Context: an optimization exercise on an open-source flow, tuned for small area, a short achievable clock period and few clock cycles. The choices shown serve that exercise and are no tape-out recipe.
Where RTL was checked, it was by simulation tests only, not by an equivalence proof against the original.

== run 1 ==
## kk7_combiner
module kk7_combiner (
    input  wire         clk,
    input  wire         rst,
    input  wire         in_valid,
    output wire         in_ready,
    input  wire [31:0]  in_y,        
    input  wire         in_acc,      
    input  wire         in_ofmt,     
    input  wire         in_align,    
    input  wire         in_nan,      
    input  wire [199:0] in_s,        
    input  wire [63:0]  in_code,     
    input  wire [79:0]  in_ea,       
    output wire         out_valid,
    input  wire         out_ready,
    output wire [31:0]  out_y,
    output wire         out_ovf      
);
Size in the first run: ~5,100 cells after synthesis, roughly 240 flip-flops, about 30,000 um2 of cells after synthesis.
==> flow/config.mk <==
export PLATFORM = sky130hd
export DESIGN_NAME = kk7_combiner
export DESIGN_NICKNAME = kk7_combiner
export VERILOG_FILES = /design/flow/design.v
export SDC_FILE = /design/flow/constraint.sdc
export NUM_CORES = 4
export LEC_CHECK = 0
export ABC_AREA = 1
export CAP_MARGIN = 20
export CORE_MARGIN = 2
export CORE_UTILIZATION = 40
export SLEW_MARGIN = 20
==> flow/constraint.sdc <==
create_clock -name core_clock -period 38.0 [get_ports {clk}]
set_input_delay 7.6000 -clock core_clock [delete_from_list [all_inputs] [get_ports {clk}]]
set_output_delay 7.6000 -clock core_clock [all_outputs]
set_load 0.01 [all_outputs]
standard.sh (not shown) runs the stock make flow with config.mk's settings and CLKGATE_MAP_FILE= SYNTH_SCRIPT=/design/flow/synth_recipe.tcl, a recipe that flattens the netlist after the stock synthesis.
==> flow/flow/run.sh <==
#!/bin/bash
# Standard layout: every port buffered with buf_1, and timing repair asked to
# aim well below the clock period.
bash standard.sh SETUP_SLACK_MARGIN=27.5 "BUFFER_PORTS_ARGS=-buffer_cell sky130_fd_sc_hd__buf_1" finish > standard.log 2>&1
> inputs changed (run 1 -> run 2)
--- a/flow/design.v
+++ b/flow/design.v
@@ -91,38 +91,35 @@
     wire codes_equal = (in_code[15:8]  == in_code[7:0]) && (in_code[23:16] == in_code[7:0]) &&
                        (in_code[31:24] == in_code[7:0]) && (in_code[39:32] == in_code[7:0]) &&
                        (in_code[47:40] == in_code[7:0]) && (in_code[55:48] == in_code[7:0]) &&
                        (in_code[63:56] == in_code[7:0]);
     wire in_fused = in_align && codes_equal && (in_code[7:0] != 8'h00) && (in_code[7:0] != 8'hFF);
     reg  any_ff;
-    reg  [7:0] act;
+    reg  [7:1] act;
     always @* begin
         any_ff = in_nan;
         for (i = 0; i < 8; i = i + 1)
             any_ff = any_ff | (in_code[8*i +: 8] == 8'hFF);
-        for (i = 0; i < 8; i = i + 1)
+        for (i = 1; i < 8; i = i + 1)
             act[i] = (in_code[8*i +: 8] != 8'h00) && (in_s[25*i +: 25] != 25'd0);
     end
     wire [7:1] rem_low  = rem & ~(rem - 7'd1);    
     wire [7:1] rem_rest = rem & (rem - 7'd1);
     wire       rem_many = (rem_rest != 7'd0);
     wire first  = !busy && in_valid;
     wire accept = busy && rdy;                     
     wire fetch  = first || (busy && (rem_many || rdy));
-    wire [7:0] act_e   = any_ff ? 8'd0 : act;
-    wire [7:0] act_low = act_e & ~(act_e - 8'd1);
-    wire [7:0] sel = busy ? {rem_low, 1'b0} : act_low;    
-    wire       j_real = busy ? (rem != 7'd0) : (act_e != 8'd0);    
+    wire [7:0] sel = busy ? {rem_low, 1'b0} : 8'd1;    
+    wire       j_real = first || (rem != 7'd0);    
     wire       deliver = out_valid && out_ready;
-    wire [7:1] rem_nx  = first ? (act_e[7:1] & ~act_low[7:1]) :
+    wire [7:1] rem_nx  = first ? (any_ff ? 7'd0 : act) :
                          (busy && rem_many) ? rem_rest :
                          accept ? 7'd0 : rem;
     wire       busy_nx = first || (busy && !accept);
     wire [1:0] pend_nx = pend + {1'b0, accept} - {1'b0, deliver};
     reg        fused_q;     
-    reg  [10:0] x0;         
     always @(posedge clk) begin
         if (rst) begin
             busy <= 1'b0;
             rem  <= 7'd0;
             rdy  <= 1'b0;
             pend <= 2'd0;
@@ -130,16 +127,13 @@
             busy <= busy_nx;
             rem  <= rem_nx;
             rdy  <= busy && !accept && (!rem_many || ((rem_rest & (rem_rest - 7'd1)) == 7'd0)) &&
                     !pend_nx[1];
             pend <= pend_nx;
         end
-        if (first) begin
-            fused_q <= in_fused;
-            x0      <= $signed({3'b000, in_code[7:0]}) - 11'sd127 + $signed({in_ea[9], in_ea[9:0]});
-        end
+        if (first) fused_q <= in_fused;
     end
     assign in_ready = rdy;
     reg [24:0] s_sel;
     reg [7:0]  code_sel;
     reg [9:0]  ea_sel;
     always @* begin
@@ -168,20 +162,22 @@
         t_nan   <= any_ff;
         t_s     <= s_sel;
         t_code  <= code_sel;
         t_ea    <= ea_sel;
     end
     reg  [27:0] acc;        
+    reg  [10:0] x0;         
     wire signed [10:0] x_j = $signed({3'b000, t_code}) - 11'sd127 + $signed({t_ea[9], t_ea});
     wire [27:0] s_ext   = t_real ? {{3{t_s[24]}}, t_s} : 28'd0;
     wire [27:0] acc_nx  = (t_first ? 28'd0 : acc) + s_ext;
     wire [27:0] val     = t_fused ? acc_nx : s_ext;
-    wire signed [10:0] x = t_fused ? x0 : x_j;
+    wire signed [10:0] x = (t_fused && !t_first) ? x0 : x_j;
     wire        emit    = t_v && (t_fused ? t_last : (t_real && t_code != 8'h00));
     always @(posedge clk) begin
         acc <= acc_nx;
+        if (t_first) x0 <= x_j;
     end
     wire        p_sign = val[27];
     wire [27:0] p_mag  = p_sign ? -val : val;
     wire signed [11:0] p_q = $signed({x[10], x}) + 12'sd153;
     wire        p_neg  = p_q[11];
     reg  [27:0] p_lim;
[summary]
Diff run 1 -> run 2: number of antenna violations at the first check in global routing has decreased, worst setup slack now sits higher.
The worst setup path category comes out in2reg in one run and reg2reg in the other, namely in run 1 and run 2 respectively.
Measured against each other, run 2 and run 1 differ in clock-buffer cell count, the lower figure coming from run 2.
Relative to run 1, count of multi-input combinational gates decreased by 131 in run 2.
Run 2 against run 1; final-layout fill cell count is down slightly.
Run 2 gives less summed area of non-filler cells in the final layout than run 1 did.
Testbench counts of run 2, summed over its fixed seeds: cycles 32,572.
The RTL of run 1 was laid out without a check of its function.

---

kk7_combiner, a different RTL version from the one above (not shown whole).
Size: roughly 5000 cells after synthesis, roughly 250 flip-flops.
Settings: LEC_CHECK=0, ABC_AREA=1, CAP_MARGIN=20, CORE_MARGIN=2, CORE_UTILIZATION=40, SLEW_MARGIN=20; clock period 38.0 ns.
Scripts as last shown in full above: flow/flow/run.sh
Then changed:
--- a/flow/design.v
+++ b/flow/design.v
@@ -18,32 +18,33 @@
     wire        eff_sub = us ^ ys;
     wire [9:0]  d1    = {1'b0, ueb} - {1'b0, yeb};
     wire [9:0]  d2    = {1'b0, yeb} - {1'b0, ueb};
     wire        dneg  = d1[9];                      
     wire        d0    = (d1 == 10'd0);
     wire        swap0 = d0 && eff_sub && (ym > um);
     wire [27:0] m_b   = dneg ? ym : um;             
     wire [27:0] m_s   = dneg ? um : ym;             
     wire [8:0]  e_big = dneg ? yeb : ueb;
     wire        s_r   = (dneg || swap0) ? ys : us;
     wire [9:0]  dab   = dneg ? d2 : d1;
-    wire [4:0]  sh    = (dab[9:5] != 5'd0) ? 5'd31 : dab[4:0];
+    wire [4:0]  sh    = dab[4:0];
+    wire        far   = (dab[9:5] != 5'd0);         
     wire [30:0] s_sh  = {m_s, 3'b000} >> sh;
     reg  [27:0] lowmask;
     always @* begin
         for (i = 0; i < 28; i = i + 1)
             lowmask[i] = ({27'd0, sh} >= i + 3);
     end
-    wire        jam   = |(m_s & lowmask);
+    wire        jam   = far ? (m_s != 28'd0) : |(m_s & lowmask);
     wire [31:0] b_w   = {1'b0, m_b, 3'b000};
-    wire [31:0] s_w   = {1'b0, s_sh[30:1], jam};
+    wire [31:0] s_w   = {1'b0, s_sh[30:1] & {30{!far}}, jam};
     wire [32:0] t_c   = {b_w, 1'b1} + {s_w ^ {32{eff_sub}}, eff_sub && !swap0};
     wire [31:0] sum   = t_c[32:1] ^ {32{swap0}};
     reg  [31:0] lim;
     always @* begin
         for (i = 0; i < 32; i = i + 1)
             lim[i] = (e_big == 9'd31 - i);
     end
     wire [31:0] sum_l = sum | lim;
     reg  [4:0]  lz;
     always @* begin
         lz = 5'd0;
@@ -77,25 +78,23 @@
     input  wire         in_nan,      
     input  wire [199:0] in_s,        
     input  wire [63:0]  in_code,     
     input  wire [79:0]  in_ea,       
     output wire         out_valid,
     input  wire         out_ready,
     output wire [31:0]  out_y,
     output wire         out_ovf      
 );
     integer i;
     reg        busy;        
-    reg  [7:1] rem_q;       
-    reg        kill;        
-    wire [7:1] rem = kill ? 7'd0 : rem_q;
+    reg  [7:1] rem;         
     reg        rdy;         
     reg  [1:0] pend;        
     wire codes_equal = (in_code[15:8]  == in_code[7:0]) && (in_code[23:16] == in_code[7:0]) &&
                        (in_code[31:24] == in_code[7:0]) && (in_code[39:32] == in_code[7:0]) &&
                        (in_code[47:40] == in_code[7:0]) && (in_code[55:48] == in_code[7:0]) &&
                        (in_code[63:56] == in_code[7:0]);
     wire in_fused = in_align && codes_equal && (in_code[7:0] != 8'h00) && (in_code[7:0] != 8'hFF);
     reg  any_ff;
     reg  [7:1] act;
     always @* begin
         any_ff = in_nan;
@@ -105,39 +104,37 @@
             act[i] = (in_code[8*i +: 8] != 8'h00) && (in_s[25*i +: 25] != 25'd0);
     end
     wire [7:1] rem_low  = rem & ~(rem - 7'd1);    
     wire [7:1] rem_rest = rem & (rem - 7'd1);
     wire       rem_many = (rem_rest != 7'd0);
     wire first  = !busy && in_valid;
     wire accept = busy && rdy;                     
     wire fetch  = first || (busy && (rem_many || rdy));
     wire [7:0] sel = busy ? {rem_low, 1'b0} : 8'd1;    
     wire       j_real = first || (rem != 7'd0);    
     wire       deliver = out_valid && out_ready;
-    wire [7:1] rem_nx  = first ? act :
+    wire [7:1] rem_nx  = first ? (any_ff ? 7'd0 : act) :
                          (busy && rem_many) ? rem_rest :
                          accept ? 7'd0 : rem;
     wire       busy_nx = first || (busy && !accept);
     wire [1:0] pend_nx = pend + {1'b0, accept} - {1'b0, deliver};
     reg        fused_q;     
     always @(posedge clk) begin
         if (rst) begin
             busy <= 1'b0;
-            rem_q <= 7'd0;
-            kill  <= 1'b0;
+            rem  <= 7'd0;
             rdy  <= 1'b0;
             pend <= 2'd0;
         end else begin
             busy <= busy_nx;
-            rem_q <= rem_nx;
-            if (first) kill <= any_ff;
+            rem  <= rem_nx;
             rdy  <= busy && !accept && (!rem_many || ((rem_rest & (rem_rest - 7'd1)) == 7'd0)) &&
                     !pend_nx[1];
             pend <= pend_nx;
         end
         if (first) fused_q <= in_fused;
     end
     assign in_ready = rdy;
     reg [24:0] s_sel;
     reg [7:0]  code_sel;
     reg [9:0]  ea_sel;
     always @* begin
What happened: The changed run went through all stages and came out clean; design area goes down by 2.8%; routed wire length went up by 4.5%; die area rose by 1.4%; area after synthesis went up by 1.4%; via count goes up by 3.0%; non-clock buffer count decreases by 47; worst hold slack barely changes; worst setup slack gains 0.40 ns; first-iteration DRC count grows by 9.3%; count of clock-buffer cells in the layout rose by 1; core utilization drops by 2.1 points.
No run of this note included a check of the RTL's function; only the layout flow was run.

[what the ideal ports hide]
How much do the figures lean on ideal ports? The routed layouts below were timed once more, with nothing changed but the port constraints. Step 1: set_driving_cell puts a clkbuf_16 on clk and a buf_2 on each other input, an assumption about the parent block. Step 2 also shifts input and output timing later by t, the mid clock arrival at the registers, as if the neighbouring blocks saw the same clock. a / b / c = no drivers / after step 1 / after step 2; a / b = the first two.
run | t (ns) | setup WS [ns] | worst slew at a driven data input, ns
run 1 | 0.645 | 27.544 / 27.573 / 26.928 | 0.12
run 2 | 0.632 | 28.091 / 28.091 / 27.785 | 0.16
the first run of note 2 | 0.630 | 27.608 / 27.608 / 27.608 | 0.25
the second run of note 2 | 0.633 | 28.005 / 28.043 / 27.409 | 0.17
After both steps setup and hold are still met in every run listed. For run 1, which loses most, drivers alone change the setup slack by +0.029 ns; drivers and shift together by -0.616 ns.
